Background: an optimization exercise with open tools, aiming at small area, a short achievable clock period and few clock cycles per item. Do not read the settings as production practice. The RTL was checked by simulation tests, not by an equivalence proof against the original design.

==> flow/design.v (excerpt) <==
module mf_median (
    input  wire               clk,
    input  wire               rst,         
    input  wire               in_valid,
    output wire               in_ready,
    input  wire signed [31:0] in_value,
    input  wire               in_missing,
    input  wire               in_clear,    
    input  wire        [3:0]  in_m,        
    output reg                out_valid,
    output reg                out_missing,
    output reg  signed [32:0] out_med2     
);
    localparam L = 15;
    integer i, w;
    assign in_ready = 1'b1;
    function le_s(input [31:0] a, input [31:0] b);
        reg [31:0] g, p, na;
        integer w, k;
        begin
            na = ~a;
            g  = b & na;
            p  = b | na;
            g[31] = ~b[31] & a[31];
            p[31] = ~b[31] | a[31];
            for (w = 1; w < 32; w = w * 2)
                for (k = 0; k + w < 32; k = k + 2 * w) begin
                    g[k] = g[k+w] | (p[k+w] & g[k]);
                    p[k] = p[k+w] & p[k];
                end
            le_s = g[0] | p[0];
        end
    endfunction
    function lt4(input [3:0] a, input [3:0] b);
        begin
            lt4 = (~a[3] & b[3]) |
                  (~(a[3] ^ b[3]) & ((~a[2] & b[2]) |
                  (~(a[2] ^ b[2]) & ((~a[1] & b[1]) |
                  (~(a[1] ^ b[1]) & ~a[0] & b[0])))));
        end
    endfunction
    function [15:0] therm16(input [15:0] x);
        reg [15:0] s;
        reg        t;
        begin
            s = x;
            t = s[0]; s[0] = t | s[1]; s[1] = t & s[1];
  ...
export LEC_CHECK = 0
export CAP_MARGIN = 20
export CORE_MARGIN = 2
export CORE_UTILIZATION = 55
export PLACE_DENSITY = 0.65
export SLEW_MARGIN = 20
create_clock -name core_clock -period 25.0 [get_ports {clk}]
standard.sh (not shown) runs the stock make flow with config.mk's settings and CLKGATE_MAP_FILE= SYNTH_SCRIPT=/design/flow/synth_recipe.tcl, a recipe that flattens the netlist after the stock synthesis.
==> flow/flow/run.sh <==
#!/bin/bash
# The standard layout (the standard.sh: ORFS synthesis through finish), with
# ORFS's repair_timing asked to leave a setup margin, so that it sizes and
# buffers the layout for a shorter achieved period than the 25 ns clock asks for,
# and allowed to resize cells to other footprints. The clock, the I/O delays and
# every other constraint are the design's own. make's output goes to standard.log,
# each ORFS step's to its own log under orfs/logs.
set -euo pipefail
bash standard.sh SETUP_SLACK_MARGIN=19.3 MATCH_CELL_FOOTPRINT=0 finish > standard.log 2>&1
Testbench counts at the start, summed over its fixed seeds: cycles 32,032, items 32,000.
==> next run, changes <==
--- a/flow/design.v
+++ b/flow/design.v
@@ -115,19 +115,20 @@
     reg               a_missing, a_clear;
     reg        [3:0]  a_m;
     always @(posedge clk) begin
         a_valid   <= in_valid & ~rst;
         a_value   <= in_value;
         a_missing <= in_missing;
         a_clear   <= in_clear;
         a_m       <= in_m;
     end
-    reg signed [31:0] hv [0:L];       
+    reg signed [31:0] hv [0:L-1];     
+    reg signed [31:0] hv_last;        
     reg        [L-1:0] hp;            
     reg        [3:0]  pos [0:L-1];    
     reg        [3:0]  np;             
     reg        [L-1:0] mem;           
     wire [3:0] m_eff = (a_m == 4'd0) ? 4'd1 : a_m;
     reg [15:0] le_v;
     always @* begin
         le_v = 16'd0;
         for (i = 0; i < L-1; i = i + 1)
@@ -202,67 +203,69 @@
             if (a_valid) begin
                 hp <= hp_n;
                 np <= np_n;
             end
         end
     end
     always @(posedge clk) begin
         if (a_valid) begin
             hv[0] <= a_value;
-            for (i = 1; i <= L; i = i + 1)
+            for (i = 1; i < L; i = i + 1)
                 hv[i] <= hv[i-1];
             for (i = 0; i < L; i = i + 1)
                 pos[i] <= pos_n[i];
         end
+        hv_last   <= hv[L-1];
         mem       <= mem_n;
         b_missing <= a_missing;
         b_klo     <= (n_next - 4'd1) >> 1;
         b_khi     <= n_next >> 1;
     end
     reg [3:0] inc [0:L-1];      
     always @* begin
         for (i = 0; i < L; i = i + 1)
             inc[i] = {3'd0, mem[i]};
         for (w = 1; w < 16; w = w * 2)
             for (i = 0; i < L; i = i + 1)
                 if ((i / w) % 2 == 1)
                     inc[i] = inc[i] + inc[(i / w) * w - 1];
     end
-    reg [3:0] pos_e [0:L-1];
-    reg [3:0] s_lo, s_hi;
-    always @* begin
-        for (i = 0; i < L; i = i + 1)
-            pos_e[i] = pos[i] + {3'd0, a_valid};
-        s_lo = 4'd0;
-        s_hi = 4'd0;
-        for (i = 0; i < L; i = i + 1) begin
-            if (mem[i] && ((i == 0) ? 4'd0 : inc[i-1]) == b_klo) s_lo = s_lo | pos_e[i];
-            if (mem[i] && ((i == 0) ? 4'd0 : inc[i-1]) == b_khi) s_hi = s_hi | pos_e[i];
-        end
-    end
+    reg [3:0] p_lo, p_hi;
+    always @* begin
+        p_lo = 4'd0;
+        p_hi = 4'd0;
+        for (i = 0; i < L; i = i + 1) begin
+            if (mem[i] && ((i == 0) ? 4'd0 : inc[i-1]) == b_klo) p_lo = p_lo | pos[i];
+            if (mem[i] && ((i == 0) ? 4'd0 : inc[i-1]) == b_khi) p_hi = p_hi | pos[i];
+        end
+    end
+    wire [3:0] s_lo = p_lo + {3'd0, a_valid};
+    wire [3:0] s_hi = p_hi + {3'd0, a_valid};
     reg       c_valid, c_missing;
     reg [3:0] c_lo, c_hi;
     always @(posedge clk) begin
         if (rst) c_valid <= 1'b0;
         else     c_valid <= b_valid;
         c_missing <= b_missing;
         c_lo      <= s_lo;
         c_hi      <= s_hi;
     end
     wire [3:0] i_lo = c_lo;
     wire [3:0] i_hi = c_hi;
     reg signed [31:0] lo_v, hi_v;
     always @* begin
         lo_v = 32'sd0;
         hi_v = 32'sd0;
-        for (i = 0; i <= L; i = i + 1) begin
+        for (i = 0; i < L; i = i + 1) begin
             if (i_lo == i) lo_v = lo_v | hv[i];
             if (i_hi == i) hi_v = hi_v | hv[i];
         end
+        if (i_lo == L) lo_v = lo_v | hv_last;
+        if (i_hi == L) hi_v = hi_v | hv_last;
     end
     always @(posedge clk) begin
         if (rst) out_valid <= 1'b0;
         else     out_valid <= c_valid;
         out_missing <= c_missing;
         out_med2    <= {lo_v[31], lo_v} + {hi_v[31], hi_v};
     end
 endmodule
Outcome: First-iteration DRC count rose by about 10%. Worst hold slack is about the same. Synthesized cell count fell by about 2%. Non-clock buffer count rose by 24. Setup slack is better by 0.058 ns. Final cell count fell by about 2.4%. Cell area fell by about 1.8%. Die area fell by 2.6%. Clock skew hardly moves. Via count rose by 2.0%. Critical path depth does not change. Clock-buffer cell count is unchanged. Sequential share of layout area is about the same.
Testbench counts after the change, summed over its fixed seeds: cycles 32,032, items 32,000.

[separate check: timing with driven ports]
Ports are ideal in the flow. The routed layouts listed here were re-timed in OpenROAD. Step 1, drivers: a clkbuf_16 drives clk and a buf_2 each remaining input, both assumed. Step 2 times the ports against the registers' clock, not the clock port: input delays grow and output delays shrink by t, the midpoint of the rising clock arrivals with the driver on. a / b / c = ideal ports / drivers / drivers and shift; a / b = the first two.
run	t, ns	slack for setup (ns)	hold slack, ns	worst slew at a driven data input, ns
the first run	0.706	18.863 / 18.794 / 19.032	0.330 / 0.330 / 0.330	0.03
the second run	0.705	18.920 / 18.853 / 18.922	0.331 / 0.331 / 0.331	0.09
After both steps every run listed still meets setup and hold.
